Context: an optimization exercise on an open-source flow, tuned for small area. The choices shown serve that exercise and are no tape-out recipe.
Function was checked by simulation only, so behaviour that the tests miss may differ from the original.

File: flow/flow/run.sh
#!/bin/bash
set -euo pipefail
work=$(pwd)

# a copy of ORFS's scripts with the area-only ABC script, for synthesis
rm -rf "$work/synth_scripts"
cp -r "$FLOW_HOME/scripts" "$work/synth_scripts"
cp "$work/flow/abc_area.script" "$work/synth_scripts/abc_area.script"

bash standard.sh SCRIPTS_DIR="$work/synth_scripts" ABC_AREA=1 \
    "SYNTH_OPERATIONS_ARGS=-extra-map $work/flow/alu_ripple.v" synth \
    > "$work/synth.log" 2>&1

bash standard.sh finish > "$work/layout.log" 2>&1
File: flow/flow/abc_area.script
strash
dch
map -a
topo
stime -c
File: flow/flow/alu_ripple.v
(* techmap_celltype = "$alu" *)
module _80_alu_ripple (A, B, CI, BI, X, Y, CO);
  parameter A_SIGNED = 0;
  parameter B_SIGNED = 0;
  parameter A_WIDTH = 1;
  parameter B_WIDTH = 1;
  parameter Y_WIDTH = 1;
  (* force_downto *)
  input [A_WIDTH-1:0] A;
  (* force_downto *)
  input [B_WIDTH-1:0] B;
  (* force_downto *)
  output [Y_WIDTH-1:0] X, Y;
  input CI, BI;
  (* force_downto *)
  output [Y_WIDTH-1:0] CO;
  (* force_downto *)
  wire [Y_WIDTH-1:0] A_buf, B_buf;
  \$pos #(.A_SIGNED(A_SIGNED), .A_WIDTH(A_WIDTH), .Y_WIDTH(Y_WIDTH)) A_conv (.A(A), .Y(A_buf));
  \$pos #(.A_SIGNED(B_SIGNED), .A_WIDTH(B_WIDTH), .Y_WIDTH(Y_WIDTH)) B_conv (.A(B), .Y(B_buf));
  (* force_downto *)
  wire [Y_WIDTH-1:0] AA = A_buf;
  (* force_downto *)
  wire [Y_WIDTH-1:0] BB = BI ? ~B_buf : B_buf;
  (* force_downto *)
  wire [Y_WIDTH:0] C;
  assign C[0] = CI;
  genvar i;
  generate for (i = 0; i < Y_WIDTH; i = i + 1) begin : g
    assign Y[i] = AA[i] ^ BB[i] ^ C[i];
    assign C[i+1] = (AA[i] & BB[i]) | (AA[i] & C[i]) | (BB[i] & C[i]);
  end endgenerate
  assign X = AA ^ BB;
  assign CO = C[Y_WIDTH:1];
endmodule
File: flow/standard.sh
#!/bin/bash
# synth_recipe.tcl (not shown) runs the flow's synth.tcl, then flattens the netlist and writes it again
# the make line also repeats each setting of config.mk as NAME=value (left out here)
make -C /OpenROAD-flow-scripts/flow DESIGN_CONFIG=/design/flow/config.mk WORK_HOME=/design/flow/orfs CLKGATE_MAP_FILE= SYNTH_SCRIPT=/design/flow/synth_recipe.tcl "${@:-finish}"
File: flow/config.mk
export PLATFORM = sky130hd
export DESIGN_NAME = coel_pid
export DESIGN_NICKNAME = coel_pid
export VERILOG_FILES = /design/flow/design.v
export SDC_FILE = /design/flow/constraint.sdc
export NUM_CORES = 8
export LEC_CHECK = 0
export ABC_AREA = 1
export CAP_MARGIN = 20
export CORE_MARGIN = 2
export CORE_UTILIZATION = 40
export SLEW_MARGIN = 20
File: flow/constraint.sdc
create_clock -name core_clock -period 150.0 [get_ports {clk}]
set_input_delay 30.0000 -clock core_clock [delete_from_list [all_inputs] [get_ports {clk}]]
set_output_delay 30.0000 -clock core_clock [all_outputs]
set_load 0.01 [all_outputs]
File: flow/design.v
module coel_pid (
    input  wire               clk,
    input  wire               rst,         
    input  wire               start,
    input  wire        [1:0]  op,          
    output wire               ready,
    output reg                done,
    input  wire signed [31:0] fb_raw,
    input  wire signed [31:0] sp_in,       
    input  wire               sathi,
    input  wire               satlo,
    input  wire               hold,
    input  wire signed [31:0] preset_val,  
    input  wire        [2:0]  spsrc,
    input  wire               dmeas,
    input  wire        [3:0]  fbsh,
    input  wire        [5:0]  spsh,
    input  wire signed [31:0] spk,
    input  wire signed [31:0] spofs,
    input  wire signed [31:0] spmin,
    input  wire signed [31:0] spmax,
    input  wire        [30:0] slew,
    input  wire signed [31:0] kp,
    input  wire signed [31:0] ki,
    input  wire signed [31:0] kd,
    input  wire        [5:0]  shp,
    input  wire        [5:0]  shi,
    input  wire        [5:0]  shd,
    input  wire        [3:0]  fsh,
    input  wire signed [31:0] omin,
    input  wire signed [31:0] omax,
    output reg  signed [31:0] u,
    output reg  signed [31:0] sp,
    output reg  signed [31:0] fb,
    output wire signed [31:0] err,
    output reg  signed [47:0] integ,
    output reg                windup,
    output reg                osat,
    output wire               spsat,
    output wire               esat,
    output reg                cas_hi,
    output reg                cas_lo
);
    reg  [4:0]  cnt;           
    reg  signed [47:0] st_df;
    reg         st_first;      
    reg         st_dml;        
    reg  [31:0] m_acc;         
    reg  [23:0] m_lo;          
    reg  [31:0] w_fb;          
    reg  [31:0] w_sp;          
    reg         w_chi, w_clo;  
    reg  [48:0] q;             
    reg         w_held;
    wire idle = (cnt == 5'd0);
    assign ready = idle;
    wire acc_op = start && idle;
    wire [1:0] prod = cnt[3:2];
    wire [1:0] step = cnt[1:0];
    wire c3  = (cnt == 5'd3);
    wire c7  = (cnt == 5'd7);
    wire c8  = (cnt == 5'd8);
    wire c15 = (cnt == 5'd15);
    wire fin = cnt[4];
    localparam [31:0] S32_MIN = 32'h8000_0000;
    wire [32:0] err_d;
    cp_add #(33) u_errd (.a({sp[31], sp}), .b(~{fb[31], fb}), .ci(1'b1), .s(err_d), .co());
    assign esat = err_d[32] ^ err_d[31];
    assign err  = esat ? {err_d[32], {31{~err_d[32]}}} : err_d[31:0];
    assign spsat = cas_hi | cas_lo;
    wire [31:0] e_a = (dmeas && prod == 2'd1) ? 32'd0 : w_sp;
    wire [32:0] e_d;
    cp_add #(33) u_ed (.a({e_a[31], e_a}), .b(~{w_fb[31], w_fb}), .ci(1'b1), .s(e_d), .co());
    wire e_ov = e_d[32] ^ e_d[31];
    wire [31:0] e_v = e_ov ? {e_d[32], {31{~e_d[32]}}} : e_d[31:0];
    wire [32:0] x2 = st_dml ? {fb[31], fb} : ~{err[31], err};
    wire        c2 = st_dml ? (fb == S32_MIN) : 1'b1;
    wire [32:0] dx;
    cp_add #(33) u_dx (.a({e_v[31], e_v}), .b(x2), .ci(c2), .s(dx), .co());
    reg  [32:0] m_a;
    reg  [31:0] m_b;
    always @(*) begin
        case (prod)
            2'd0:    begin m_a = {sp_in[31], sp_in}; m_b = spk; end
            2'd1:    begin m_a = dx;                 m_b = st_first ? 32'd0 : kd; end
            2'd2:    begin m_a = {e_v[31], e_v};     m_b = kp; end
            default: begin m_a = {e_v[31], e_v};     m_b = ki; end
        endcase
    end
    wire [32:0] m_bx  = {m_b, 1'b0};
    wire [8:0]  m_dig = m_bx[8*step +: 9];
    wire [33:0] m_a1 = {m_a[32], m_a};     
    wire [33:0] m_a2 = {m_a, 1'b0};        
    wire [33:0] bx0, bx1, bx2, bx3;
    wire        bn0, bn1, bn2, bn3;
    cp_booth u_b0 (.a1(m_a1), .a2(m_a2), .d(m_dig[2:0]), .x(bx0), .neg(bn0));
    cp_booth u_b1 (.a1(m_a1), .a2(m_a2), .d(m_dig[4:2]), .x(bx1), .neg(bn1));
    cp_booth u_b2 (.a1(m_a1), .a2(m_a2), .d(m_dig[6:4]), .x(bx2), .neg(bn2));
    cp_booth u_b3 (.a1(m_a1), .a2(m_a2), .d(m_dig[8:6]), .x(bx3), .neg(bn3));
    wire [31:0] m_in = (step == 2'd0) ? 32'd0 : m_acc;
    wire [39:0] ms0;
    wire [37:0] ms1;
    wire [35:0] ms2;
    wire [33:0] ms3;
    cp_add #(40) u_ms0 (.a({{8{m_in[31]}}, m_in}), .b({{6{bx0[33]}}, bx0}), .ci(bn0), .s(ms0), .co());
    cp_add #(38) u_ms1 (.a(ms0[39:2]), .b({{4{bx1[33]}}, bx1}), .ci(bn1), .s(ms1), .co());
    cp_add #(36) u_ms2 (.a(ms1[37:2]), .b({{2{bx2[33]}}, bx2}), .ci(bn2), .s(ms2), .co());
    cp_add #(34) u_ms3 (.a(ms2[35:2]), .b(bx3), .ci(bn3), .s(ms3), .co());
    wire [39:0] m_t = {ms3, ms2[1:0], ms1[1:0], ms0[1:0]};
    wire [63:0] m_p = {m_t, m_lo};                   
    reg  [63:0] sh_x;
    reg  [5:0]  sh_s;
    always @(*) begin
        if (idle) begin
            sh_x = {fb_raw[31], fb_raw, 31'd0};
            sh_s = {2'b00, fbsh};
        end else if (c8) begin
            sh_x = {{15{q[48]}}, q};            
            sh_s = {2'b00, fsh};
        end else begin
            sh_x = m_p;
            case (prod)
                2'd0:    sh_s = spsh;
                2'd1:    sh_s = shd;
                2'd2:    sh_s = shp;
                default: sh_s = shi;
            endcase
        end
    end
    wire signed [64:0] sh_xx = {sh_x, 1'b0};
    wire signed [64:0] sh_z  = sh_xx >>> sh_s;
    wire [48:0] sh_y;
    cp_inc #(49) u_rnd (.a(sh_z[49:1]), .ci(sh_z[0]), .s(sh_y));
    wire [62:47] sh_ne = sh_x[62:47] ^ {16{sh_x[63]}};
    wire [15:0]  sh_sel = 16'hFFFF << sh_s[3:0];      
    wire sh_fit = (sh_s > 6'd15) | ~|(sh_ne & sh_sel);
    wire sh_ov  = ~sh_fit | (sh_y[48] ^ sh_y[47]);
    wire [47:0] y48 = (sh_ov && !c8) ? {sh_x[63], {47{~sh_x[63]}}} : sh_y[47:0];
    reg  [48:0] a1_b;
    always @(*) begin
        if (c3)           a1_b = {{17{spofs[31]}}, spofs};
        else if (c7)      a1_b = ~{st_df[47], st_df};
        else if (c8)      a1_b = {st_df[47], st_df};
        else              a1_b = {{17{st_df[47]}}, st_df[47:16]};
    end
    wire a1_c = c7 | (cnt[3] & st_df[15]);
    wire [48:0] a1;
    cp_add #(49) u_a1 (.a({y48[47], y48}), .b(a1_b), .ci(a1_c & ~c8), .s(a1), .co());
    wire t0_big = ~((&a1[48:34]) | ~(|a1[48:34]));
    wire [47:0] di = y48;
    wire [47:0] in_s;
    cp_add #(48) u_in (.a(integ), .b(di), .ci(1'b0), .s(in_s), .co());
    wire in_ov = (integ[47] == di[47]) && (in_s[47] != integ[47]);
    wire [47:0] in_v = in_ov ? {integ[47], {47{~integ[47]}}} : in_s;
    wire [47:0] isel = {m_acc, m_lo[15:0]};
    wire [32:0] v_x  = c15 ? in_v[47:15] : isel[47:15];
    wire [49:0] vs;
    cp_add #(50) u_vs (.a({q[48], q}), .b({{18{v_x[32]}}, v_x[32:1]}), .ci(v_x[0]), .s(vs), .co());
    wire v_big = ~((&vs[49:34]) | ~(|vs[49:34]));
    wire [34:0] cl_x = c3   ? a1[34:0] :
                       idle ? (op[0] ? {{3{preset_val[31]}}, preset_val} : 35'd0) :
                              vs[34:0];
    wire cl_big  = c3 ? t0_big : (~idle & v_big);
    wire cl_sign = c3 ? a1[48] : vs[49];
    wire [31:0] cl_hi = c3 ? spmax : omax;
    wire [31:0] cl_lo = c3 ? spmin : omin;
    wire cl_gt0, cl_lt0, cl_mm;
    cp_lt #(35) u_cgt (.a({{3{cl_hi[31]}}, cl_hi}), .b(cl_x), .lt(cl_gt0));
    cp_lt #(35) u_clt (.a(cl_x), .b({{3{cl_lo[31]}}, cl_lo}), .lt(cl_lt0));
    cp_lt #(32) u_cmm (.a(cl_hi), .b(cl_lo), .lt(cl_mm));
    wire cl_gt = cl_big ? ~cl_sign : cl_gt0;
    wire cl_lt = cl_big ?  cl_sign : cl_lt0;
    wire [31:0] cl_v = cl_gt ? cl_hi : cl_lt ? (cl_mm ? cl_hi : cl_lo) : cl_x[31:0];
    wire cl_out = cl_big | (cl_x != {{3{cl_v[31]}}, cl_v});
    wire [31:0] t_v  = cl_v;
    wire [31:0] base = st_first ? w_fb : sp;
    wire [32:0] sl_hi, sl_lo;
    cp_add #(33) u_slh (.a({base[31], base}), .b({2'b00, slew}), .ci(1'b0), .s(sl_hi), .co());
    cp_add #(33) u_sll (.a({base[31], base}), .b(~{2'b00, slew}), .ci(1'b1), .s(sl_lo), .co());
    wire t_gt_hi, t_lt_lo;
    cp_lt #(33) u_c4 (.a(sl_hi), .b({t_v[31], t_v}), .lt(t_gt_hi));
    cp_lt #(33) u_c5 (.a({t_v[31], t_v}), .b(sl_lo), .lt(t_lt_lo));
    wire slew_on = ((spsrc == 3'd0) || (spsrc == 3'd5)) && (slew != 31'd0);
    wire [31:0] spr_v = !slew_on ? t_v : t_gt_hi ? sl_hi[31:0] : t_lt_lo ? sl_lo[31:0] : t_v;
    wire di_pos = ~di[47] & (|di);
    wire di_neg = di[47];
    wire held = hold | (di_pos & (cl_gt | sathi)) | (di_neg & (cl_lt | satlo));
    wire [47:0] isel_n = held ? integ : in_v;      
    always @(posedge clk) begin
        if (c15) begin
            m_acc  <= isel_n[47:16];
            m_lo   <= {m_t[7:0], isel_n[15:0]};
            w_held <= held;
        end else begin
            m_acc <= m_t[39:8];
            m_lo  <= {m_t[7:0], m_lo[23:8]};
        end
        if (idle) w_fb <= y48[47:16];
        if (c3) begin
            w_sp  <= spr_v;
            w_chi <= (cl_gt & ~spk[31]) | (cl_lt & spk[31]);
            w_clo <= (cl_lt & ~spk[31]) | (cl_gt & spk[31]);
        end
        if (c7 || cnt == 5'd11) q <= a1;
        if (rst) begin
            cnt      <= 5'd0;
            done     <= 1'b0;
            st_df    <= 48'd0;
            st_first <= 1'b1;
            st_dml   <= 1'b0;
            u        <= 32'd0;
            sp       <= 32'd0;
            fb       <= 32'd0;
            integ    <= 48'd0;
            windup   <= 1'b0;
            osat     <= 1'b0;
            cas_hi   <= 1'b0;
            cas_lo   <= 1'b0;
        end else begin
            done <= fin || (acc_op && op != 2'd0);
            if (fin)                        cnt <= 5'd0;
            else if (!idle)                 cnt <= cnt + 5'd1;
            else if (acc_op && op == 2'd0)  cnt <= 5'd1;
            if (c8) st_df <= a1[47:0];
            if (fin) begin
                u        <= cl_v;
                sp       <= w_sp;
                fb       <= w_fb;
                integ    <= isel;
                windup   <= w_held;
                osat     <= cl_out;
                cas_hi   <= w_chi;
                cas_lo   <= w_clo;
                st_first <= 1'b0;
                st_dml   <= dmeas;
            end
            if (acc_op && op != 2'd0) begin
                st_first <= 1'b1;
                if (op != 2'd3) begin
                    st_df <= 48'd0;
                    u     <= cl_v;
                    integ <= op[0] ? {preset_val, 16'd0} : 48'd0;
                end
            end
        end
    end
endmodule
module cp_add #(parameter W = 8) (
    input  wire [W-1:0] a,
    input  wire [W-1:0] b,
    input  wire         ci,
    output wire [W-1:0] s,
    output wire         co
);
    assign {co, s} = {1'b0, a} + {1'b0, b} + {{W{1'b0}}, ci};
endmodule
module cp_inc #(parameter W = 8) (
    input  wire [W-1:0] a,
    input  wire         ci,
    output wire [W-1:0] s
);
    assign s = a + {{(W-1){1'b0}}, ci};
endmodule
module cp_lt #(parameter W = 8) (
    input  wire [W-1:0] a,
    input  wire [W-1:0] b,
    output wire         lt
);
    assign lt = $signed(a) < $signed(b);
endmodule
module cp_booth (
    input  wire [33:0] a1,
    input  wire [33:0] a2,
    input  wire [2:0]  d,
    output wire [33:0] x,
    output wire        neg
);
    wire one = d[1] ^ d[0];
    wire two = (d[2] & ~d[1] & ~d[0]) | (~d[2] & d[1] & d[0]);
    assign neg = d[2];
    assign x = (({34{one}} & a1) | ({34{two}} & a2)) ^ {34{neg}};
endmodule
==> summary.txt, run 1 <==
Run status
The flow ran to the end and the layout has no timing, DRC or antenna violations.

Hold path
The startpoint identified for the worst hold timing path is m_lo[1]. The path with the worst hold slack has its endpoint at integ[1]. Along the worst hold path, the cell count comes to 2. The path class of the tightest hold or removal check is register to register.

Setup path
The origin of the critical flop-to-flop path is cnt[2]. The worst endpoint data arrival time is 121990 ps. The most common cell type on the critical path is sky130_fd_sc_hd__fa_1.

The setup path with the least slack is of type input pin to register. Of all nets on the critical path, the largest fanout is 64. The worst setup path is launched from an input pin.

The type of element capturing the critical path is a register. The worst-path cell with the longest stage delay is sky130_fd_sc_hd__nand2_1. The cell family contributing the most delay on the critical path is adder cells. The delay of the slowest cell on the worst path is 780 ps. STA puts the critical path data required time at 150380 ps.

The cell depth of the worst flop-to-flop path is 310. The slack of the worst reg-to-reg path is 56090 ps. In this run the critical register-to-register path is captured at w_sp[3].

Together, buffers and inverters on the worst path number 29.

Logic synthesis
The synthesized design contains 116 enable-type register cells. The most used flip-flop cell after synthesis is sky130_fd_sc_hd__dfxtp_1. The number of distinct standard cells referenced by the synthesized netlist is 42. The synthesized flop and latch total is 376. By area the synthesized netlist is led by sky130_fd_sc_hd__fa_1, sky130_fd_sc_hd__dfxtp_1, sky130_fd_sc_hd__o21ai_0. Of the synthesized area, sequential elements account for 21.6%. Summing every instance area after synthesis gives 0.0403 mm^2. The largest area contributor in the netlist is sky130_fd_sc_hd__fa_1. Synthesis produced a netlist whose cell count is 5162. When the netlist entered floorplanning its net count stood at 6159. The number of warnings issued by yosys is 1. The synthesized area divided by synthesized cell count is 7.80 um^2. Of all flip-flops after synthesis, the portion carrying an async set or reset was 0%. Summed over its instances, the top area cell type makes up 22.0% of the synthesized netlist area.

Placement
The number of port buffers is 642. The global placement routability congestion is 1.02. Summing all placed instances gives a cell area of 0.0496 mm^2. The HPWL reported at the end of detailed placement is 163 mm.

Drt
The routed design has 202 mm of wire. The number of DRC markers after the initial detailed-route iteration is 5584. The average wire per standard cell is 27.5 um. The count of nets left with antenna violations once routing finished came out at 0.

Using the TritonRoute via totals, the vias-per-cell ratio works out to 6.12. The first detailed-routing pass ran for 7 iterations. The DRC violation count after routing is 0. The count of vias placed by the detailed router is 44870.

Die
The starting utilization of the core area is 40.3%. The x dimension of the die is 321 um. Row generation in the floorplan step produced 116 rows. The die boundary height is 321 um. The floorplan step defined a die boundary enclosing 0.103 mm^2.

In this run the standard cell core region covers 0.100 mm^2. The boundary pin count is 643.

Timing
The worst setup skew after layout is 48.0 ps. The number of hold violations in the final report is 0. Setup violations remaining at the end of the flow were counted as 0. Adding up every negative setup slack in the final design gives 0 ps. The number of max-slew violations in the final report is 0. After layout, the worst path uses 81.1% of the clock period. For this run, the top clock speed supported by timing is 0.00822 GHz. The smallest clock period supported by the final layout is computed as 121620 ps. Headroom to the max-slew limit came out at 15.0%. Setup repair after global routing left no endpoint under its margin. The transition time at the pin with the least slew margin is 1270 ps.

Clocking
The maximum clock path buffer count is 3. The TritonCTS clock tree is done. The clock latency on the worst-skew pair is 660 ps.

In this run, post-CTS hold repair placed 0 buffers. TritonCTS created 47 clock buffers. The total number of clock tree sinks is 376. In this run, post-CTS repair resized a total of 0 instances. Clock-pin slew was measured on the worst setup and hold paths at 60 ps. Once the clock tree was built, the setup fixing pass inserted 0 buffers.

The cell at the root of the clock tree is sky130_fd_sc_hd__clkbuf_16. The H-tree was split into 2 levels.

GRT
For this run, the total global-route usage over all layers was measured as 38.2%. The initial antenna violation count is 8. The number of global-route vias before repair is 41799. The first global-routing pass estimated 290 mm of wire. Summed over all layers, the global routing overflow is 0. Entering global routing, the biggest net connects 102 pins.

Job
The number of violations of the max-capacitance limit is 0.

Layout
The ratio of cells with drive above 1 in the final layout is 5.29%. Summing all non-filler instances in the final layout gives an area of 0.0512 mm^2. The area growth from synthesis to layout is 27.1%.

At the end of the flow, the number of nets in the layout was 6987.
==> per-layer routing <==
layer  global-route usage [%]  up-vias  routed length [um]
li1                         -    19948                   -
met1                     49.8    21768               78900
met2                     59.5     2676               89300
met3                     8.42      464               21500
met4                     19.5       14               12200
met5                        0        -                 100
==> flip-flops by register name, summed over array words and instances (netlist names), 24 cells and up <==
signal and cells:
st_df 48, fb 32, w_fb 32, m_acc 32
u 32, sp 32, integ 48, m_lo 24
q 49, w_sp 32
==> synth_stat cells (all sizes together), types with 89 or more instances <==
cell and number:
nor2 524, a211oi 125, xor2 143, o22ai 203, a22oi 106, edfxtp 116, clkinv 643, nand2 685
o21ai 880, o211ai 89, a21oi 452, fa 442, dfxtp 260, ha 96
==> metrics by stage <==
step	setup slack, ps	util [%]	hold slack (ps)	cells
3_5_place_dp	28260	49.6	448	7238
6_report	28380	51.2	455	7332
3_3_place_gp	29580	49.6	438	7238
4_1_cts	29110	51.1	456	7326
5_1_grt	24840	51.2	475	7328
2_1_floorplan	28370	-	423	5162
==> cells in the final DEF (no fill, tap or decap), types with 96 or more instances in the layout <==
cell type and count:
sky130_fd_sc_hd__dfxtp_1 257, sky130_fd_sc_hd__a21oi_1 452, sky130_fd_sc_hd__nor2_1 513, sky130_fd_sc_hd__fa_1 442, sky130_fd_sc_hd__clkdlybuf4s50_1 641, sky130_fd_sc_hd__edfxtp_1 116
sky130_fd_sc_hd__o21ai_0 866, sky130_fd_sc_hd__a22oi_1 106, sky130_fd_sc_hd__ha_1 96, sky130_fd_sc_hd__o22ai_1 203, sky130_fd_sc_hd__a211oi_1 125, sky130_fd_sc_hd__xor2_1 142
sky130_fd_sc_hd__buf_4 136, sky130_fd_sc_hd__clkinv_1 637, sky130_fd_sc_hd__nand2_1 679
==> worst reg2reg max path, delay by kind of cell, from the launching register on <==
family	cells	cell delay, ps
compound gates	39	8430
xor+xnor	5	1070
fa+ha+maj	220	74120
buf+inv	29	6360
flops	1	330
simple gates	17	3400
==> layout make-up <==
type / instances / area (um^2)
Antenna cell: 5 / 12.5
Clock buffer: 71 / 1440
Clock inverter: 17 / 138
Fill cell: 9906 / 48800
Inverter: 643 / 2420
Multi-Input combinational cell: 4143 / 29400
Sequential cell: 376 / 8690
Tap cell: 1298 / 1620
Timing Repair Buffer: 779 / 7460
==> worst max path at each step <==
stage,start,to,slack (ps),depth (start not counted)
4_1_cts,dmeas,w_sp[3],29110,309
5_1_grt,dmeas,w_sp[0],24840,307
3_5_place_dp,dmeas,w_sp[0],28260,309
2_1_floorplan,dmeas,w_sp[10],28370,304
6_report,dmeas,w_sp[3],28380,309
3_3_place_gp,dmeas,w_sp[4],29580,309
==> kinds of logic after synthesis <==
| kind of cell | count (synthesis) | share of synthesized area, % |
|---|---|---|
| buffers and inverters | 643 | 5.99 |
| AND/OR/NAND/NOR | 1383 | 13.8 |
| XOR/XNOR | 151 | 3.28 |
| adder cells (fa/ha/maj) | 546 | 25.2 |
| multiplexers | 52 | 1.29 |
| AO/OA/AOI/OAI | 2011 | 28.9 |
| flip-flops | 376 | 21.6 |
==> run 2: changes to the inputs <==
--- a/flow/design.v
+++ b/flow/design.v
@@ -62,2 +62,3 @@
     wire c8  = (cnt == 5'd8);
+    wire c11 = (cnt == 5'd11);
     wire c15 = (cnt == 5'd15);
@@ -70,11 +71,15 @@
     assign spsat = cas_hi | cas_lo;
-    wire [31:0] e_a = (dmeas && prod == 2'd1) ? 32'd0 : w_sp;
+    wire [31:0] base = st_first ? w_fb : sp;
+    wire [31:0] e_a = c3 ? base : (dmeas && prod == 2'd1) ? 32'd0 : w_sp;
+    wire [31:0] e_b = c3 ? {1'b0, slew} : w_fb;
     wire [32:0] e_d;
-    cp_add #(33) u_ed (.a({e_a[31], e_a}), .b(~{w_fb[31], w_fb}), .ci(1'b1), .s(e_d), .co());
-    wire e_ov = e_d[32] ^ e_d[31];
+    cp_add #(33) u_ed (.a({e_a[31], e_a}), .b(~{e_b[31], e_b}), .ci(1'b1), .s(e_d), .co());
+    wire e_ov = (e_d[32] ^ e_d[31]) & ~c3;
     wire [31:0] e_v = e_ov ? {e_d[32], {31{~e_d[32]}}} : e_d[31:0];
-    wire [32:0] x2 = st_dml ? {fb[31], fb} : ~{err[31], err};
-    wire        c2 = st_dml ? (fb == S32_MIN) : 1'b1;
+    wire [32:0] x2 = c3 ? {1'b0, slew, 1'b0} : st_dml ? {fb[31], fb} : ~{err[31], err};
+    wire        c2 = ~c3 & (st_dml ? (fb == S32_MIN) : 1'b1);
     wire [32:0] dx;
-    cp_add #(33) u_dx (.a({e_v[31], e_v}), .b(x2), .ci(c2), .s(dx), .co());
+    cp_add #(33) u_dx (.a({c3 ? e_d[32] : e_v[31], e_v}), .b(x2), .ci(c2), .s(dx), .co());
+    wire [32:0] sl_lo = e_d;
+    wire [32:0] sl_hi = dx;
     reg  [32:0] m_a;
@@ -129,4 +134,4 @@
     end
-    wire signed [64:0] sh_xx = {sh_x, 1'b0};
-    wire signed [64:0] sh_z  = sh_xx >>> sh_s;
+    wire [49:0] sh_z;            
+    cp_shr u_shr (.x(sh_x), .s(sh_s), .z(sh_z));
     wire [48:0] sh_y;
@@ -143,15 +148,13 @@
         else if (c8)      a1_b = {st_df[47], st_df};
-        else              a1_b = {{17{st_df[47]}}, st_df[47:16]};
-    end
-    wire a1_c = c7 | (cnt[3] & st_df[15]);
+        else if (c11)     a1_b = {{17{st_df[47]}}, st_df[47:16]};
+        else              a1_b = {integ[47], integ};
+    end
+    wire a1_c = c7 | (c11 & st_df[15]);
     wire [48:0] a1;
-    cp_add #(49) u_a1 (.a({y48[47], y48}), .b(a1_b), .ci(a1_c & ~c8), .s(a1), .co());
+    cp_add #(49) u_a1 (.a({y48[47], y48}), .b(a1_b), .ci(a1_c), .s(a1), .co());
     wire t0_big = ~((&a1[48:34]) | ~(|a1[48:34]));
     wire [47:0] di = y48;
-    wire [47:0] in_s;
-    cp_add #(48) u_in (.a(integ), .b(di), .ci(1'b0), .s(in_s), .co());
-    wire in_ov = (integ[47] == di[47]) && (in_s[47] != integ[47]);
-    wire [47:0] in_v = in_ov ? {integ[47], {47{~integ[47]}}} : in_s;
-    wire [47:0] isel = {m_acc, m_lo[15:0]};
-    wire [32:0] v_x  = c15 ? in_v[47:15] : isel[47:15];
+    wire [47:0] in_v = (a1[48] ^ a1[47]) ? {a1[48], {47{~a1[48]}}} : a1[47:0];
+    wire [47:0] in_k = {m_acc, m_lo[15:0]};
+    wire [32:0] v_x  = c15 ? in_v[47:15] : w_held ? integ[47:15] : in_k[47:15];
     wire [49:0] vs;
@@ -175,6 +178,2 @@
     wire [31:0] t_v  = cl_v;
-    wire [31:0] base = st_first ? w_fb : sp;
-    wire [32:0] sl_hi, sl_lo;
-    cp_add #(33) u_slh (.a({base[31], base}), .b({2'b00, slew}), .ci(1'b0), .s(sl_hi), .co());
-    cp_add #(33) u_sll (.a({base[31], base}), .b(~{2'b00, slew}), .ci(1'b1), .s(sl_lo), .co());
     wire t_gt_hi, t_lt_lo;
@@ -187,7 +186,6 @@
     wire held = hold | (di_pos & (cl_gt | sathi)) | (di_neg & (cl_lt | satlo));
-    wire [47:0] isel_n = held ? integ : in_v;      
     always @(posedge clk) begin
         if (c15) begin
-            m_acc  <= isel_n[47:16];
-            m_lo   <= {m_t[7:0], isel_n[15:0]};
+            m_acc  <= in_v[47:16];
+            m_lo   <= {m_t[7:0], in_v[15:0]};
             w_held <= held;
@@ -203,3 +201,3 @@
         end
-        if (c7 || cnt == 5'd11) q <= a1;
+        if (c7 || c11) q <= a1;
         if (rst) begin
@@ -228,3 +226,3 @@
                 fb       <= w_fb;
-                integ    <= isel;
+                if (!w_held) integ <= in_k;
                 windup   <= w_held;
@@ -282 +280,17 @@
 endmodule
+module cp_shr (
+    input  wire [63:0] x,
+    input  wire [5:0]  s,
+    output wire [49:0] z
+);
+    wire [3:0] h2 = 4'd1 << s[5:4];
+    wire [3:0] h1 = 4'd1 << s[3:2];
+    wire [3:0] h0 = 4'd1 << s[1:0];
+    wire [112:0] xe = {{48{x[63]}}, x, 1'b0};
+    wire [64:0] w2 = ({65{h2[0]}} & xe[64:0])  | ({65{h2[1]}} & xe[80:16]) |
+                     ({65{h2[2]}} & xe[96:32]) | ({65{h2[3]}} & xe[112:48]);
+    wire [52:0] w1 = ({53{h1[0]}} & w2[52:0])  | ({53{h1[1]}} & w2[56:4]) |
+                     ({53{h1[2]}} & w2[60:8])  | ({53{h1[3]}} & w2[64:12]);
+    assign z       = ({50{h0[0]}} & w1[49:0])  | ({50{h0[1]}} & w1[50:1]) |
+                     ({50{h0[2]}} & w1[51:2])  | ({50{h0[3]}} & w1[52:3]);
+endmodule
--- a/flow/flow/run.sh
+++ b/flow/flow/run.sh
@@ -13,2 +13,5 @@
 
-bash standard.sh finish > "$work/layout.log" 2>&1
+bash standard.sh \
+    "BUFFER_PORTS_ARGS=-buffer_cell sky130_fd_sc_hd__buf_1" \
+    "CTS_ARGS=-sink_clustering_enable -repair_clock_nets -dont_use_dummy_load -buf_list {sky130_fd_sc_hd__clkbuf_4} -sink_clustering_size 8 -sink_clustering_max_diameter 30" \
+    finish > "$work/layout.log" 2>&1
==> flow/flow/abc_area.script (replaced) <==
strash
&get -n
&fraig -x
&put
dc2
dch -f
amap
strash
dch -f
amap
topo
stime -c
--- a/flow/config.mk
+++ b/flow/config.mk
@@ -10,3 +10,3 @@
 export CORE_MARGIN = 2
-export CORE_UTILIZATION = 40
+export CORE_UTILIZATION = 55
 export SLEW_MARGIN = 20
==> summary.txt, run 2 <==
Run status
The run finished with no timing, DRC or antenna violations.

Logic synthesis
The number of warnings issued by yosys is 1 (unchanged). The top-area cell type share of the netlist area is 17.9% (-4.1 points). The synthesized flop and latch total was 376 (unchanged).

The largest area contributor in the netlist is sky130_fd_sc_hd__fa_1. The synthesized area divided by synthesized cell count is 7.75 um^2 (-0.71%). Among all cell types in the netlist, the one instantiated most often is sky130_fd_sc_hd__nor2_1. The synthesized area is 0.0375 mm^2 (-6.8%).

The count of flip-flops with a built-in enable after synthesis is 116 (unchanged). The share of async-settable or async-resettable flops after synthesis is 0% (unchanged). The share of the yosys chip area belonging to registers came to 23.1% (+1.6 points). The number of nets in the synthesized netlist is 5730 (-7.0%). The post-synthesis cell count is 4846 (-6.1%). Ranked by instance count, the synthesized netlist is headed by sky130_fd_sc_hd__nor2_1, sky130_fd_sc_hd__o21ai_0, sky130_fd_sc_hd__o22ai_1. For this run, the leading register cell type out of synthesis is sky130_fd_sc_hd__dfxtp_1. Sorting the synthesized cells by area gives the leading types as sky130_fd_sc_hd__fa_1, sky130_fd_sc_hd__dfxtp_1, sky130_fd_sc_hd__edfxtp_1. The number of distinct standard cells referenced by the synthesized netlist came to 46 (+9.5%).

Setup path
The delay of the slowest cell on the worst path is 880 ps (+100 ps). The worst setup path is of the input pin to register kind. The slack of the worst reg-to-reg path is 57280 ps (+1190 ps).

The most common cell type on the critical path is sky130_fd_sc_hd__fa_1. The data required time at the worst endpoint was 150560 ps (+180 ps). The worst-path maximum fanout is 46 (-28%). The worst endpoint data arrival time came to 119650 ps (-2340 ps). The worst setup path is captured at a register. The worst-path cell with the longest stage delay is sky130_fd_sc_hd__nor4_1. The worst setup path is launched from an input pin.

Layout
From synthesis to final layout, the design area changed by 15.3%. The final instance area is 0.0433 mm^2 (-15%). The ratio of cells with drive above 1 in the final layout is 5.29% (about the same).

The register bank with the most flops is q. The largest registers in the layout are q (49), integ (48), st_df (48). Leaving out fill and tap cells, the most frequent cell in the layout is sky130_fd_sc_hd__nor2_1. The layout net count is 6634 (-5.1%). Leaving out fill and tap cells, the most frequent cells in the layout are sky130_fd_sc_hd__nor2_1, sky130_fd_sc_hd__buf_1, sky130_fd_sc_hd__o21ai_0, sky130_fd_sc_hd__o22ai_1, sky130_fd_sc_hd__clkinv_1.

The flip-flop count of the largest register, all copies and words added is 49 (unchanged). The filler-free cell count of the finished design is 6636 (-9.5%).

Timing
The setup TNS was 0 ps (unchanged). The number of max-slew violations in the final report is 0 (unchanged). Setup repair after global routing left no endpoint under its margin. The worst max-slew margin expressed relative to the limit is 10.4% (-4.6 points).

The shortest clock period the worst path allows after layout is 119090 ps (-2530 ps). The transition time at the pin with the least slew margin is 1340 ps (+74.9 ps). The ratio of final minimum period to clock period is 79.4% (-1.7 points). The number of hold violations in the final report is 0 (unchanged). The highest achievable clock rate came to 0.00840 GHz (+2.1%). The number of setup violations in the final report is 0 (unchanged).

The worst setup skew after layout is 139 ps (+90.8 ps).

Die
The starting utilization of the core area is 55.7% (+15 points). The die boundary height was 265 um (-17%). The area of the core is 0.0674 mm^2 (-33%). The boundary pin count is 643 (unchanged). The overall die area is 0.0703 mm^2 (-32%). The cell row count is 95 (-18%). The x dimension of the die is 265 um (-17%).

Drt
The number of DRC markers after the initial detailed-route iteration is 7943 (+42%). The average wire per standard cell is 28.9 um (+4.8%). The total routed wirelength was 191 mm (-5.2%).

The count of antenna-violating nets left after detailed routing was 0 (unchanged). The count of vias placed by the detailed router is 46515 (+3.7%). The DRC violation count after routing was 0 (unchanged). The detailed-route vias per instance is 7.01 (+15%). The iteration count of the initial detailed-routing pass is 13 (+6).

Clocking
The level count of the clock H-tree is 3 (+1). The post-CTS clock slew at the launch and capture registers of the worst setup and hold paths is 80 ps (+20 ps). The cell at the root of the clock tree is sky130_fd_sc_hd__clkbuf_4. The number of buffers added by the clock tree synthesis step is 95 (+100%). The number of post-CTS setup repair buffers came to 0 (unchanged). The total number of clock tree sinks was 376 (unchanged). The clock latency on the worst-skew pair is 930 ps (+270 ps). The number of gates resized after cts is 0 (unchanged). The number of hold buffers added after CTS is 0 (unchanged). The maximum clock path buffer count was 3 (unchanged).

TritonCTS built the clock tree.

GRT
The initial antenna violation count is 16 (+8). The global-route wire length before repair was 274 mm (-5.2%). The number of global-route vias before repair is 41573 (-0.54%). The maximum number of pins on one net before global-route repair is 100 (-2.0%). The overflow left after global routing is 0 (unchanged). The total routing resource utilization after global routing is 52.7% (+15 points).

Job
The number of violations of the max-capacitance limit is 0 (unchanged).

Placement
The cell count after placement was 6520 (-9.9%). The number of port buffers is 642 (unchanged). The HPWL reported at the end of detailed placement was 148 mm (-9.4%). The instance area after placement is 0.0425 mm^2 (-14%). The global placement routability congestion is 1.10 (+8.2%).

Hold path
The kind of path behind the tightest hold check is register to register.
-- run 2: cell types whose count changed in the layout (fill, tap and decap cells not counted), moves of 84 or more --
cell and change:
sky130_fd_sc_hd__a211oi_1 -111, sky130_fd_sc_hd__a21oi_1 -145, sky130_fd_sc_hd__buf_1 +641, sky130_fd_sc_hd__clkbuf_4 +96, sky130_fd_sc_hd__clkdlybuf4s50_1 -641, sky130_fd_sc_hd__clkinv_1 -154, sky130_fd_sc_hd__fa_1 -107, sky130_fd_sc_hd__nand2_1 -291
sky130_fd_sc_hd__nor2_1 +361, sky130_fd_sc_hd__o211ai_1 -84, sky130_fd_sc_hd__o21ai_0 -353, sky130_fd_sc_hd__o22ai_1 +289, sky130_fd_sc_hd__xor2_1 -142
-- run 2: critical path, delay by kind of cell --
kind | cells | cell delay (ps)
fa+ha+maj | 222 | 71720
compound gates | 59 | 9980
buf+inv | 35 | 5070
simple gates | 16 | 2740
-- run 2: path summary, 6_finish.rpt --
check | to | depth (start not counted) | startpoint
hold / removal | cas_lo | 2 | w_clo
setup / recovery | w_sp[21] | 332 | dmeas
hold reg to reg | cas_lo | 2 | w_clo
setup reg to reg | w_sp[21] | 335 | cnt[0]
-- run 2: stage by stage --
step | worst slack (ps) | hold WS, ps | util (%)
2_1_floorplan | 28560 | 442 | -
3_3_place_gp | 32310 | 437 | 63.0
3_5_place_dp | 30650 | 440 | 63.0
4_1_cts | 31570 | 419 | 64.1
5_1_grt | 27320 | 432 | 64.1
6_report | 30910 | 417 | 64.2
-- run 2: logic make-up (layout without fill, tap and decap cells) --
| logic type | after synthesis | count (layout) | synth area share, % |
|---|---|---|---|
| AND/OR/NAND/NOR | 1586 | 1586 | 17.6 |
| adder cells (fa/ha/maj) | 425 | 425 | 20.9 |
| flip-flops | 376 | 376 | 23.1 |
| AO/OA/AOI/OAI | 1970 | 1970 | 33.5 |
| buffers and inverters | 489 | 1391 | 4.89 |
| other | 0 | 15 | 0 |
-- run 2: metal layers --
layer | global-route usage, % | vias to the layer above | share of wire (%)
li1 | - | 19900 | -
met1 | 64.2 | 21524 | 34
met2 | 74.1 | 4092 | 40
met3 | 21.5 | 981 | 16
met4 | 40.7 | 18 | 9.6
met5 | 1.25 | - | 0.14
-- run 2: cell type report --
cell class                      count  area (um^2)
Multi-Input combinational cell   3981        27200
Antenna cell                       15         37.5
Clock buffer                       95          713
Tap cell                          873         1090
Sequential cell                   376         8690
Timing Repair Buffer              807         3670
Inverter                          489         1840
Fill cell                        6270        24100
==> run 3: changes to the inputs <==
--- a/flow/design.v
+++ b/flow/design.v
@@ -53,3 +53,2 @@
     reg  [48:0] q;             
-    reg         w_held;
     wire idle = (cnt == 5'd0);
@@ -157,4 +156,3 @@
     wire [47:0] in_v = (a1[48] ^ a1[47]) ? {a1[48], {47{~a1[48]}}} : a1[47:0];
-    wire [47:0] in_k = {m_acc, m_lo[15:0]};
-    wire [32:0] v_x  = c15 ? in_v[47:15] : w_held ? integ[47:15] : in_k[47:15];
+    wire [32:0] v_x  = c15 ? in_v[47:15] : integ[47:15];
     wire [49:0] vs;
@@ -186,11 +184,6 @@
     wire held = hold | (di_pos & (cl_gt | sathi)) | (di_neg & (cl_lt | satlo));
+    wire pub = (c15 & ~held) | fin;
     always @(posedge clk) begin
-        if (c15) begin
-            m_acc  <= in_v[47:16];
-            m_lo   <= {m_t[7:0], in_v[15:0]};
-            w_held <= held;
-        end else begin
-            m_acc <= m_t[39:8];
-            m_lo  <= {m_t[7:0], m_lo[23:8]};
-        end
+        m_acc <= m_t[39:8];
+        m_lo  <= {m_t[7:0], m_lo[23:8]};
         if (idle) w_fb <= y48[47:16];
@@ -217,4 +210,4 @@
         end else begin
-            done <= fin || (acc_op && op != 2'd0);
-            if (fin)                        cnt <= 5'd0;
+            done <= pub || (acc_op && op != 2'd0);
+            if (pub)                        cnt <= 5'd0;
             else if (!idle)                 cnt <= cnt + 5'd1;
@@ -222,3 +215,3 @@
             if (c8) st_df <= a1[47:0];
-            if (fin) begin
+            if (pub) begin
                 u        <= cl_v;
@@ -226,4 +219,4 @@
                 fb       <= w_fb;
-                if (!w_held) integ <= in_k;
-                windup   <= w_held;
+                if (c15) integ <= in_v;
+                windup   <= fin;
                 osat     <= cl_out;
--- a/flow/flow/run.sh
+++ b/flow/flow/run.sh
@@ -15,3 +15,3 @@
     "BUFFER_PORTS_ARGS=-buffer_cell sky130_fd_sc_hd__buf_1" \
-    "CTS_ARGS=-sink_clustering_enable -repair_clock_nets -dont_use_dummy_load -buf_list {sky130_fd_sc_hd__clkbuf_4} -sink_clustering_size 8 -sink_clustering_max_diameter 30" \
+    "CTS_ARGS=-sink_clustering_enable -repair_clock_nets -dont_use_dummy_load -buf_list {sky130_fd_sc_hd__clkbuf_4} -sink_clustering_size 8 -sink_clustering_max_diameter 40" \
     finish > "$work/layout.log" 2>&1
==> summary.txt, run 3 <==
Timing
The worst setup skew after layout is 155 ps (+16.7 ps). Setup repair after global routing left no endpoint under its margin. The number of setup violations in the final report is 0 (unchanged). The slack of the critical path came to 23680 ps (-7230 ps).

The setup TNS came to 0 ps (unchanged). The shortest clock period the worst path allows after layout is 126320 ps (+7230 ps). The number of hold violations in the final report was 0 (unchanged). The highest achievable clock rate was 0.00792 GHz (-5.7%).

The transition time at the pin with the least slew margin is 1120 ps (-224 ps). The worst max-slew margin expressed relative to the limit is 25.4% (+15 points). The number of max-slew violations in the final report is 0 (unchanged). The ratio of final minimum period to clock period was 84.2% (+4.8 points).

Layout
From synthesis to final layout, the design area changed by 14.4%. The ratio of cells with drive above 1 in the final layout is 4.57% (-0.72 points). The flip-flop count of the largest register, all copies and words added came to 49 (unchanged). In the layout the commonest cells are sky130_fd_sc_hd__nor2_1, sky130_fd_sc_hd__buf_1, sky130_fd_sc_hd__o21ai_0, sky130_fd_sc_hd__o22ai_1, sky130_fd_sc_hd__nand2_1.

The layout net count is 6445 (-2.8%). The commonest non-fill, non-tap cell in the layout is sky130_fd_sc_hd__nor2_1. The largest registers in the layout are q (49), integ (48), st_df (48). Ranked by flip-flop count, first place goes to q. The final instance area is 0.0424 mm^2 (-1.9%).

Drt
The count of vias placed by the detailed router is 44964 (-3.3%). The DRC violation count after routing is 0 (unchanged). The total routed wirelength is 187 mm (-2.3%).

The count of antenna-violating nets left after detailed routing was 0 (unchanged). The iteration count of the initial detailed-routing pass came to 13 (unchanged). The number of DRC markers after the initial detailed-route iteration is 7470 (-6.0%). The detailed-route vias per instance was 6.98 (-0.45%). The average wire per standard cell is 29.0 um (+0.59%).

Die
The x dimension of the die came to 264 um (-0.58%). The area of the core came to 0.0669 mm^2 (-0.71%). The starting utilization of the core area is 55.4% (-0.27 points). The overall die area is 0.0695 mm^2 (-1.2%). The boundary pin count is 643 (unchanged).

The die boundary height is 264 um (-0.58%). The cell row count was 95 (unchanged).

Logic synthesis
The most common cell in the synthesized netlist is sky130_fd_sc_hd__nor2_1. The synthesized flop and latch total is 375 (-0.27%). The number of distinct standard cells referenced by the synthesized netlist is 51 (+11%). The share of the yosys chip area belonging to registers was 23.3% (+0.20 points). The number of warnings issued by yosys is 1 (unchanged).

The count of flip-flops with a built-in enable after synthesis is 115 (-0.86%). The share of async-settable or async-resettable flops after synthesis was 0% (unchanged). The largest area contributor in the netlist is sky130_fd_sc_hd__fa_1.

The top-area cell type share of the netlist area is 18.1% (+0.21 points). Yosys attributes the largest share of cell area to sky130_fd_sc_hd__fa_1, sky130_fd_sc_hd__dfxtp_1, sky130_fd_sc_hd__edfxtp_1. The synthesized area divided by synthesized cell count was 7.88 um^2 (+1.8%). The synthesized area is 0.0371 mm^2 (-1.2%). Counting instances in the post-synthesis netlist gives the leading cell types as sky130_fd_sc_hd__nor2_1, sky130_fd_sc_hd__o21ai_0, sky130_fd_sc_hd__o22ai_1.

The number of nets in the synthesized netlist came to 5590 (-2.4%). For this run, the leading register cell type out of synthesis is sky130_fd_sc_hd__dfxtp_1. The post-synthesis cell count came to 4704 (-2.9%).

Setup path
The delay of the slowest cell on the worst path was 790 ps (-90 ps). The origin of the critical flop-to-flop path is cnt[1]. The worst endpoint data arrival time is 126960 ps (+7310 ps). The worst setup path is captured at a register. The data required time at the worst endpoint was 150630 ps (+70 ps). The critical path is of the input pin to register type. Among the stages of the critical path, the cell type that occurs most often is sky130_fd_sc_hd__fa_1.

On the critical path, the stage with the largest delay is an instance of sky130_fd_sc_hd__nor2_2. The worst-path maximum fanout is 35 (-24%). The launching instance or port of the critical path is dmeas. The type of origin of the critical path is an input pin.

Clocking
The number of post-CTS setup repair buffers is 0 (unchanged). The level count of the clock H-tree was 3 (unchanged). The number of hold buffers added after CTS is 0 (unchanged).

The maximum clock path buffer count is 3 (unchanged). The clock latency on the worst-skew pair is 920 ps (about the same). The cell at the root of the clock tree is sky130_fd_sc_hd__clkbuf_4.

The number of buffers added by the clock tree synthesis step was 76 (-20%). TritonCTS built the clock tree. The post-CTS clock slew at the launch and capture registers of the worst setup and hold paths is 60 ps (-20 ps). The number of gates resized after cts is 0 (unchanged). The total number of clock tree sinks is 375 (-0.27%).

GRT
The number of global-route vias before repair was 40887 (-1.7%). The total routing resource utilization after global routing is 52.4% (-0.36 points). The initial antenna violation count is 19 (+3). The global-route wire length before repair is 270 mm (-1.4%). The maximum number of pins on one net before global-route repair is 138 (+38%). The overflow left after global routing is 0 (unchanged).

Hold path
The origin of the worst min-delay path is m_lo[11]. The min-delay analysis places its worst path in the category register to register.

Placement
The pre-CTS setup slack is 24360 ps (-6290 ps). The number of port buffers was 642 (unchanged). The HPWL reported at the end of detailed placement is 143 mm (-3.1%).

The global placement routability congestion came to 1.11 (+1.0%). The instance area after placement came to 0.0418 mm^2 (-1.5%).

Job
The number of violations of the max-capacitance limit is 0 (unchanged).

Run status
The run finished with no timing, DRC or antenna violations.
-- run 3: logic make-up (layout without fill, tap and decap cells) --
logic type               after synthesis  in the layout  share of synthesized area [%]
AO/OA/AOI/OAI                       1969           1969                           33.9
adder cells (fa/ha/maj)              427            427                           21.2
buffers and inverters                407           1260                           4.12
flip-flops                           375            375                           23.3
other                                  0             14                              0
AND/OR/NAND/NOR                     1526           1526                           17.4
-- run 3: per-layer routing --
layer	track usage, %	up-vias	routed length (um)
met5	0	-	59
met4	41.4	8	18300
met3	18.0	819	28500
met2	75.2	3913	76600
met1	64.2	20786	63600
li1	-	19438	-
-- run 3: critical path, delay by kind of cell --
kind | cells | cell delay [ps]
AO/OA/AOI/OAI | 59 | 8730
AND/OR/NAND/NOR | 32 | 6500
buffers and inverters | 27 | 5000
adder cells (fa/ha/maj) | 219 | 76620
-- run 3: final timing paths --
path	end	slack, ps	depth (start not counted)
setup / recovery	w_sp[26]	23680	337
hold reg to reg	m_lo[3]	350	0
setup reg to reg	w_sp[26]	51060	339
hold / removal	m_lo[3]	350	0
-- run 3: per-stage QoR --
step	hold WS (ps)	utilization, %	cells
final	355	63.4	6444
after global placement	333	62.5	6354
after detailed placement	344	62.5	6354
after floorplan	331	-	4704
after global routing	359	63.4	6438
after CTS	355	63.3	6430
-- run 3: final cells by class --
type,instances,area [um^2]
multi-input combinational,3922,27100
fill,6226,24500
sequential,375,8660
timing repair buffer,777,3440
inverter,407,1530
tap,873,1090
clock buffer,76,571
antenna,14,35.0
==> run 4: changes to the inputs <==
==> flow/flow/abc_area.script (replaced) <==
strash
refactor
rewrite
&get -n
&fraig -x
&put
dc2
dch -f
amap
strash
dch -f
amap
topo
stime -c
==> summary.txt, run 4 <==
Logic synthesis
After synthesis, the cell types taking the most area are sky130_fd_sc_hd__fa_1, sky130_fd_sc_hd__dfxtp_1, sky130_fd_sc_hd__edfxtp_1. The post-synthesis cell count was 4560 (-3.1%). The number of warnings issued by yosys is 1 (unchanged). The share of the yosys chip area belonging to registers came to 23.7% (+0.35 points). The synthesized area divided by synthesized cell count came to 8.01 um^2 (+1.6%). The synthesized area is 0.0365 mm^2 (-1.5%). The top-area cell type share of the netlist area is 18.4% (+0.27 points). By count the netlist is led by sky130_fd_sc_hd__nor2_1, sky130_fd_sc_hd__o21ai_0, sky130_fd_sc_hd__o22ai_1. The count of flip-flops with a built-in enable after synthesis is 115 (unchanged). The number of distinct standard cells referenced by the synthesized netlist is 46 (-9.8%). The most used flip-flop cell after synthesis is sky130_fd_sc_hd__dfxtp_1. The number of nets in the synthesized netlist is 5446 (-2.6%).

The synthesized flop and latch total came to 375 (unchanged). The share of async-settable or async-resettable flops after synthesis is 0% (unchanged). The largest total area in the synthesized netlist belongs to sky130_fd_sc_hd__fa_1.

sky130_fd_sc_hd__nor2_1 is the most common cell in the netlist.

Timing
The number of setup violations in the final report is 0 (unchanged). The ratio of final minimum period to clock period is 84.1% (about the same). The number of hold violations in the final report is 0 (unchanged). The highest achievable clock rate is 0.00792 GHz (about the same).

The shortest clock period the worst path allows after layout was 126200 ps (-122 ps). The transition time at the pin with the least slew margin came to 1260 ps (+143 ps). The worst setup skew after layout is 201 ps (+45.8 ps). The worst max-slew margin expressed relative to the limit is 15.5% (-10 points).

The number of max-slew violations in the final report is 0 (unchanged). The setup TNS is 0 ps (unchanged). Setup repair after global routing left no endpoint under its margin.

GRT
The total routing resource utilization after global routing is 51.6% (-0.81 points). The initial antenna violation count came to 7 (-12). The overflow left after global routing is 0 (unchanged). The global-route wire length before repair is 261 mm (-3.6%).

The maximum number of pins on one net before global-route repair came to 83 (-40%). The number of global-route vias before repair is 40209 (-1.7%).

Drt
The count of antenna-violating nets left after detailed routing came to 0 (unchanged). The DRC violation count after routing came to 0 (unchanged). The average wire per standard cell is 29.0 um (about the same).

The iteration count of the initial detailed-routing pass is 8 (-5). The count of vias placed by the detailed router is 44600 (-0.81%). The detailed-route vias per instance is 7.09 (+1.6%). The total routed wirelength is 183 mm (-2.4%). The number of DRC markers after the initial detailed-route iteration is 7380 (-1.2%).

Clocking
The number of hold buffers added after CTS came to 0 (unchanged). The post-CTS clock slew at the launch and capture registers of the worst setup and hold paths is 100 ps (+40 ps). TritonCTS built the clock tree. The cell sitting at the root of the clock tree is a sky130_fd_sc_hd__clkbuf_4. The clock latency on the worst-skew pair was 960 ps (+40 ps). The maximum clock path buffer count is 3 (unchanged).

The level count of the clock H-tree is 3 (unchanged). The number of post-CTS setup repair buffers is 0 (unchanged). The total number of clock tree sinks was 375 (unchanged).

The number of buffers added by the clock tree synthesis step was 79 (+3.9%). The number of gates resized after cts is 0 (unchanged).

Placement
The global placement routability congestion is 1.07 (-3.9%). The instance area after placement is 0.0413 mm^2 (-1.2%). The HPWL reported at the end of detailed placement is 139 mm (-3.2%). The number of port buffers is 642 (unchanged).

The cell count after placement is 6207 (-2.3%).

Setup path
The worst-path cell with the longest stage delay is sky130_fd_sc_hd__clkinv_1. The worst endpoint data arrival time came to 126780 ps (-180 ps). The delay of the slowest cell on the worst path is 940 ps (+150 ps). The worst-path maximum fanout is 38 (+8.6%). The data required time at the worst endpoint came to 150580 ps (-50 ps).

The worst setup path is captured at a register. The worst setup path is launched from an input pin. Counting stages on the worst path, the most repeated cell is sky130_fd_sc_hd__fa_1. The critical path class is input pin to register.

Job
The number of violations of the max-capacitance limit came to 0 (unchanged).

Die
The cell row count is 94 (-1.1%). The starting utilization of the core area was 55.6% (+0.15 points). The overall die area is 0.0685 mm^2 (-1.5%). The die boundary height is 262 um (-0.74%). The x dimension of the die came to 262 um (-0.74%). The area of the core was 0.0657 mm^2 (-1.8%). The boundary pin count is 643 (unchanged).

Layout
The library cell used most frequently in the layout, excluding fill and tap cells, is sky130_fd_sc_hd__nor2_1. The area growth from synthesis to layout is 14.7%. The final instance area is 0.0419 mm^2 (-1.2%). The ratio of cells with drive above 1 in the final layout is 4.89% (+0.32 points). The register bank with the most flops is q. The flip-flop count of the largest register, all copies and words added is 49 (unchanged). The layout net count is 6310 (-2.1%). In the layout the commonest cells are sky130_fd_sc_hd__nor2_1, sky130_fd_sc_hd__buf_1, sky130_fd_sc_hd__o21ai_0, sky130_fd_sc_hd__o22ai_1, sky130_fd_sc_hd__clkinv_1. The filler cell count in the final layout was 6103 (-2.0%).

The filler-free cell count of the finished design is 6292 (-2.4%). The post-route core utilization was 63.7% (+0.34 points). The largest registers in the layout are q (49), integ (48), st_df (48).

Hold path
The worst hold path belongs to the class register to register.

Run status
The flow ran to the end and the layout has no timing, DRC or antenna violations.
run 4: cell families after synthesis:
family          count (synthesis)  synth area share [%]
buf+inv                       408                  4.19
compound gates               1980                  34.4
simple gates                 1370                  16.2
flops                         375                  23.7
fa+ha+maj                     427                  21.5
run 4: cell type report:
| class | count | area (um^2) | area share [%] |
|---|---|---|---|
| Multi-Input combinational cell | 3777 | 26500 | 63.3 |
| Sequential cell | 375 | 8660 | 20.7 |
| Timing Repair Buffer | 783 | 3470 | 8.28 |
| Inverter | 408 | 1540 | 3.67 |
| Tap cell | 864 | 1080 | 2.58 |
| Clock buffer | 79 | 593 | 1.42 |
| Antenna cell | 6 | 15.0 | 0.0358 |
run 4: worst max-delay path: cells and delay by family:
kind / cells / cell delay [ps]
buffers and inverters: 32 / 6110
and+or+nand+nor: 26 / 3600
AOI/OAI and AO/OA: 58 / 10130
adders and majority gates: 220 / 76840
run 4: through the flow:
step | worst slack, ps | hold slack (ps)
floorplan | 22920 | 331
global placement | 25430 | 334
detailed placement | 23680 | 338
CTS | 24360 | 346
global route | 19680 | 345
finish | 23800 | 338
run 4: worst paths after layout:
path,startpoint,endpoint,slack [ps],cells past startpoint
setup / recovery,dmeas,w_sp[9],23800,336
hold / removal,m_lo[11],m_lo[3],340,0
setup reg to reg,cnt[1],w_sp[9],50760,340
hold reg to reg,m_lo[11],m_lo[3],340,0
run 4: routing by layer:
layer	share of wire [%]	global-route usage [%]
met4	9.3	39.3
met5	0.043	0.417
met1	35	65.1
met2	40	72.6
met3	16	17.7
==> run 5: changes to the inputs <==
--- a/flow/design.v
+++ b/flow/design.v
@@ -160,6 +160,9 @@
     wire v_big = ~((&vs[49:34]) | ~(|vs[49:34]));
-    wire [34:0] cl_x = c3   ? a1[34:0] :
-                       idle ? (op[0] ? {{3{preset_val[31]}}, preset_val} : 35'd0) :
-                              vs[34:0];
-    wire cl_big  = c3 ? t0_big : (~idle & v_big);
+    wire cl_sa1 = c3 & ~rst;
+    wire cl_sp  = idle & op[0] & ~rst;
+    wire cl_svs = ~c3 & ~idle & ~rst;
+    wire [34:0] cl_x = ({35{cl_sa1}} & a1[34:0]) |
+                       ({35{cl_sp}}  & {{3{preset_val[31]}}, preset_val}) |
+                       ({35{cl_svs}} & vs[34:0]);
+    wire cl_big  = c3 ? t0_big : cl_svs & v_big;
     wire cl_sign = c3 ? a1[48] : vs[49];
@@ -171,4 +174,4 @@
     cp_lt #(32) u_cmm (.a(cl_hi), .b(cl_lo), .lt(cl_mm));
-    wire cl_gt = cl_big ? ~cl_sign : cl_gt0;
-    wire cl_lt = cl_big ?  cl_sign : cl_lt0;
+    wire cl_gt = ~rst & (cl_big ? ~cl_sign : cl_gt0);
+    wire cl_lt = ~rst & (cl_big ?  cl_sign : cl_lt0);
     wire [31:0] cl_v = cl_gt ? cl_hi : cl_lt ? (cl_mm ? cl_hi : cl_lo) : cl_x[31:0];
@@ -195,2 +198,3 @@
         if (c7 || c11) q <= a1;
+        if (rst || pub || (acc_op && op[1] != op[0])) u <= cl_v;
         if (rst) begin
@@ -201,3 +205,2 @@
             st_dml   <= 1'b0;
-            u        <= 32'd0;
             sp       <= 32'd0;
@@ -216,3 +219,2 @@
             if (pub) begin
-                u        <= cl_v;
                 sp       <= w_sp;
@@ -231,3 +233,2 @@
                     st_df <= 48'd0;
-                    u     <= cl_v;
                     integ <= op[0] ? {preset_val, 16'd0} : 48'd0;
==> flow/flow/abc_area.script (replaced) <==
strash
refactor
rewrite
&get -n
&fraig -x
&deepsyn -T 400
&put
dch -f
amap
strash
dch -f
amap
topo
stime -c
==> summary.txt, run 5 <==
Setup path
The worst-path maximum fanout is 48 (+26%). The type of element capturing the critical path is a register. The worst setup path is of the input pin to register kind.

The most common cell type on the critical path is sky130_fd_sc_hd__fa_1. The cell depth of the worst flop-to-flop path is 332 (-2.4%). The worst endpoint data arrival time was 129880 ps (+3100 ps). The delay of the slowest cell on the worst path came to 890 ps (-50 ps).

The worst-path cell with the longest stage delay is sky130_fd_sc_hd__nand2_1. The type of origin of the critical path is an input pin. The data required time at the worst endpoint was 150630 ps (+50 ps).

Hold path
The count of cells along the worst hold path was 0 (unchanged). The path class of the tightest hold or removal check is register to register.

Logic synthesis
The post-synthesis share of cell area spent on xor and xnor gates came to 0% (unchanged). The number of warnings issued by yosys was 1 (unchanged). The number of distinct standard cells referenced by the synthesized netlist is 52 (+13%). In the post-synthesis netlist, the biggest area contributors are sky130_fd_sc_hd__fa_1, sky130_fd_sc_hd__dfxtp_1, sky130_fd_sc_hd__edfxtp_1. The largest area contributor in the netlist is sky130_fd_sc_hd__fa_1. Ranked by instance count, the synthesized netlist is headed by sky130_fd_sc_hd__clkinv_1, sky130_fd_sc_hd__nor2_1, sky130_fd_sc_hd__o22ai_1.

The top-area cell type share of the netlist area is 19.0% (+0.68 points). The post-synthesis cell count is 4093 (-10%). The synthesized area divided by synthesized cell count is 8.61 um^2 (+7.4%). The simple-gate portion of the synthesized area is 11.4% (-4.8 points). The share of async-settable or async-resettable flops after synthesis is 0% (unchanged). The synthesized flop and latch total is 375 (unchanged). The largest family of logic cells by synthesized area is compound AO/OA/AOI/OAI gates. In the synthesized netlist the dominant register cell turns out to be sky130_fd_sc_hd__dfxtp_1.

The fraction of the mapped netlist area in adder cells is 22.4% (+0.94 points). The number of nets in the synthesized netlist is 4983 (-8.5%). The count of flip-flops with a built-in enable after synthesis came to 147 (+28%). The synthesized area is 0.0352 mm^2 (-3.6%).

The share of the yosys chip area belonging to registers is 25.5% (+1.8 points). The proportion of synthesized area in mux cells was 0% (unchanged). The compound-gate portion of the synthesized area is 34.1% (-0.34 points). The most common cell in the synthesized netlist is sky130_fd_sc_hd__clkinv_1.

Layout
The filler cell count in the final layout is 5627 (-7.8%). The flip-flop count of the largest register, all copies and words added is 49 (unchanged). The largest registers in the layout are q (49), integ (48), st_df (48). The layout net count is 5852 (-7.3%). The ratio of cells with drive above 1 in the final layout is 5.16% (+0.27 points). The commonest non-fill, non-tap cell in the layout is sky130_fd_sc_hd__buf_1.

The register bank with the most flops is q. Leaving out fill and tap cells, the most frequent cells in the layout are sky130_fd_sc_hd__buf_1, sky130_fd_sc_hd__clkinv_1, sky130_fd_sc_hd__nor2_1, sky130_fd_sc_hd__o22ai_1, sky130_fd_sc_hd__fa_1. From synthesis to final layout, the design area changed by 15.2%. The final instance area was 0.0406 mm^2 (-3.2%).

Timing
The number of max-slew violations in the final report came to 0 (unchanged). The shortest clock period the worst path allows after layout is 129240 ps (+3040 ps). The number of setup violations in the final report is 0 (unchanged).

The number of hold violations in the final report is 0 (unchanged). The transition time at the pin with the least slew margin is 1340 ps (+81.9 ps). The setup TNS is 0 ps (unchanged). The ratio of final minimum period to clock period came to 86.2% (+2.0 points). The worst max-slew margin expressed relative to the limit is 10.4% (-5.1 points).

Setup repair after global routing left no endpoint under its margin. The worst setup skew after layout came to 169 ps (-31.9 ps). The worst hold slack is 343 ps (+5.05 ps).

The highest achievable clock rate is 0.00774 GHz (-2.4%).

Drt
The average wire per standard cell is 31.1 um (+7.0%). The number of DRC markers after the initial detailed-route iteration is 8962 (+21%). The total routed wirelength is 181 mm (-1.1%). The iteration count of the initial detailed-routing pass is 14 (+6).

The detailed-route vias per instance is 7.33 (+3.4%). The count of vias placed by the detailed router was 42605 (-4.5%). The count of antenna-violating nets left after detailed routing is 0 (unchanged). The DRC violation count after routing is 0 (unchanged).

Die
The x dimension of the die is 257 um (-1.8%). The area of the core is 0.0632 mm^2 (-3.9%). The cell row count is 92 (-2.1%). The die boundary height came to 257 um (-1.8%). The starting utilization of the core area is 55.8% (+0.18 points). The overall die area is 0.0661 mm^2 (-3.5%). The boundary pin count was 643 (unchanged).

Clocking
The number of buffers added by the clock tree synthesis step came to 76 (-3.8%). The maximum clock path buffer count came to 3 (unchanged). The number of post-CTS setup repair buffers is 0 (unchanged). The total number of clock tree sinks was 375 (unchanged).

The post-CTS clock slew at the launch and capture registers of the worst setup and hold paths is 90 ps (about the same). The number of hold buffers added after CTS is 0 (unchanged). The number of gates resized after cts was 0 (unchanged). The level count of the clock H-tree is 3 (unchanged). The clock latency on the worst-skew pair was 930 ps (-30 ps). The cell at the root of the clock tree is sky130_fd_sc_hd__clkbuf_4. TritonCTS built the clock tree.

Placement
The HPWL reported at the end of detailed placement is 141 mm (+1.3%). The instance area after placement is 0.0399 mm^2 (-3.3%). The global placement routability congestion is 1.12 (+5.3%). The number of port buffers came to 642 (unchanged).

GRT
The met3 track demand over resource came to 21.5% (+3.8 points). The initial antenna violation count came to 8 (+1). The total routing resource utilization after global routing is 52.8% (+1.2 points). The global-route wire length before repair is 259 mm (-0.82%). The met1 track demand over resource in global routing is 67.2% (+2.1 points).

The number of global-route vias before repair is 38948 (-3.1%). The maximum number of pins on one net before global-route repair is 78 (-6.0%). The met2 capacity usage during global routing is 73.4% (+0.84 points). met2 is the most crowded layer. The overflow left after global routing was 0 (unchanged).

Run status
The run finished with no timing, DRC or antenna violations.

Job
The number of violations of the max-capacitance limit is 0 (unchanged).
-- run 5: cell types whose count changed after synthesis, moves of 33 or more --
cell / change
sky130_fd_sc_hd__clkinv_1: +215
sky130_fd_sc_hd__a221oi_1: +76
sky130_fd_sc_hd__o22ai_1: -145
sky130_fd_sc_hd__or2_0: -44
sky130_fd_sc_hd__a222oi_1: +113
sky130_fd_sc_hd__nor2b_1: -33
sky130_fd_sc_hd__a21oi_1: -84
sky130_fd_sc_hd__nor3_1: -58
sky130_fd_sc_hd__nand2_1: -59
sky130_fd_sc_hd__o21ai_0: -221
sky130_fd_sc_hd__nor2_1: -226
sky130_fd_sc_hd__nor4_1: -36
-- run 5: area by class of cell --
type / count / area (um^2) / share of cell area, %
antenna: 8 / 20.0 / 0.0493
clock buffer: 76 / 571 / 1.41
inverter: 623 / 2340 / 5.77
multi-input combinational: 3095 / 24100 / 59.4
sequential: 375 / 8980 / 22.1
tap: 846 / 1060 / 2.61
timing repair buffer: 791 / 3520 / 8.67
-- run 5: through the flow --
stage / util (%) / cells / worst slack, ps
CTS: 64.1 / 5799 / 21710
global placement: 63.1 / 5720 / 22820
floorplan: - / 4093 / 22240
detailed placement: 63.2 / 5723 / 21180
finish: 64.2 / 5814 / 20760
global route: 64.2 / 5807 / 16890
-- run 5: worst paths after layout --
check        startpoint        to  slack (ps)
min             m_lo[9]   m_lo[1]         340
max               dmeas  w_sp[10]       20760
max reg2reg      cnt[0]  w_sp[10]       47910
min reg2reg     m_lo[9]   m_lo[1]         340
-- run 5: cells by family (layout without fill, tap and decap cells) --
logic type	after synthesis	count (layout)
AO/OA/AOI/OAI	1723	1723
adder cells (fa/ha/maj)	431	431
AND/OR/NAND/NOR	941	941
flip-flops	375	375
buffers and inverters	623	1490
other	0	8
-- run 5: critical path, delay by kind of cell --
family | cells | cell delay, ps
buffers and inverters | 26 | 4660
AOI/OAI and AO/OA | 61 | 11550
adders and majority gates | 223 | 80920
and+or+nand+nor | 16 | 2610
-- run 5: metal layers --
layer | vias to the layer above | routed length [um]
li1 | 17531 | -
met1 | 19763 | 62000
met2 | 4299 | 71500
met3 | 1004 | 31400
met4 | 8 | 15600
met5 | - | 52

[separate check: timing with driven ports]
Ports are ideal in the flow. The routed layouts listed here were re-timed in OpenROAD.
Step 1 (the two cells are an assumption about what drives the block):
set clk [get_ports {clk}]
set_driving_cell -lib_cell sky130_fd_sc_hd__clkbuf_16 $clk
set_driving_cell -lib_cell sky130_fd_sc_hd__buf_2 [delete_from_list [all_inputs] $clk]
Step 2 moves the port delays by t, midway between the first and last clock arrival at a register: inputs arrive t later, outputs are due t later. That takes back most of the time a late clock gives input paths.
Slacks: ideal ports / drivers / drivers and shift; pairs: ideal ports / drivers.
run	t, ns	setup slack, ns	latest minus earliest clock arrival (ns)	worst register clock-pin slew, ns
run 1	0.708	28.382 / 28.419 / 27.711	0.050 / 0.050	0.07 / 0.07
run 2	0.921	30.912 / 30.951 / 30.030	0.139 / 0.138	0.09 / 0.09
run 3	0.915	23.678 / 23.723 / 22.807	0.156 / 0.155	0.10 / 0.10
run 4	0.929	23.800 / 23.849 / 22.920	0.201 / 0.202	0.10 / 0.10
run 5	0.916	20.756 / 20.803 / 19.886	0.170 / 0.169	0.10 / 0.10
After both steps setup and hold are still met in every run listed. The setup slack of run 2, which loses most, moves by +0.039 ns with the drivers and by -0.882 ns with both steps.
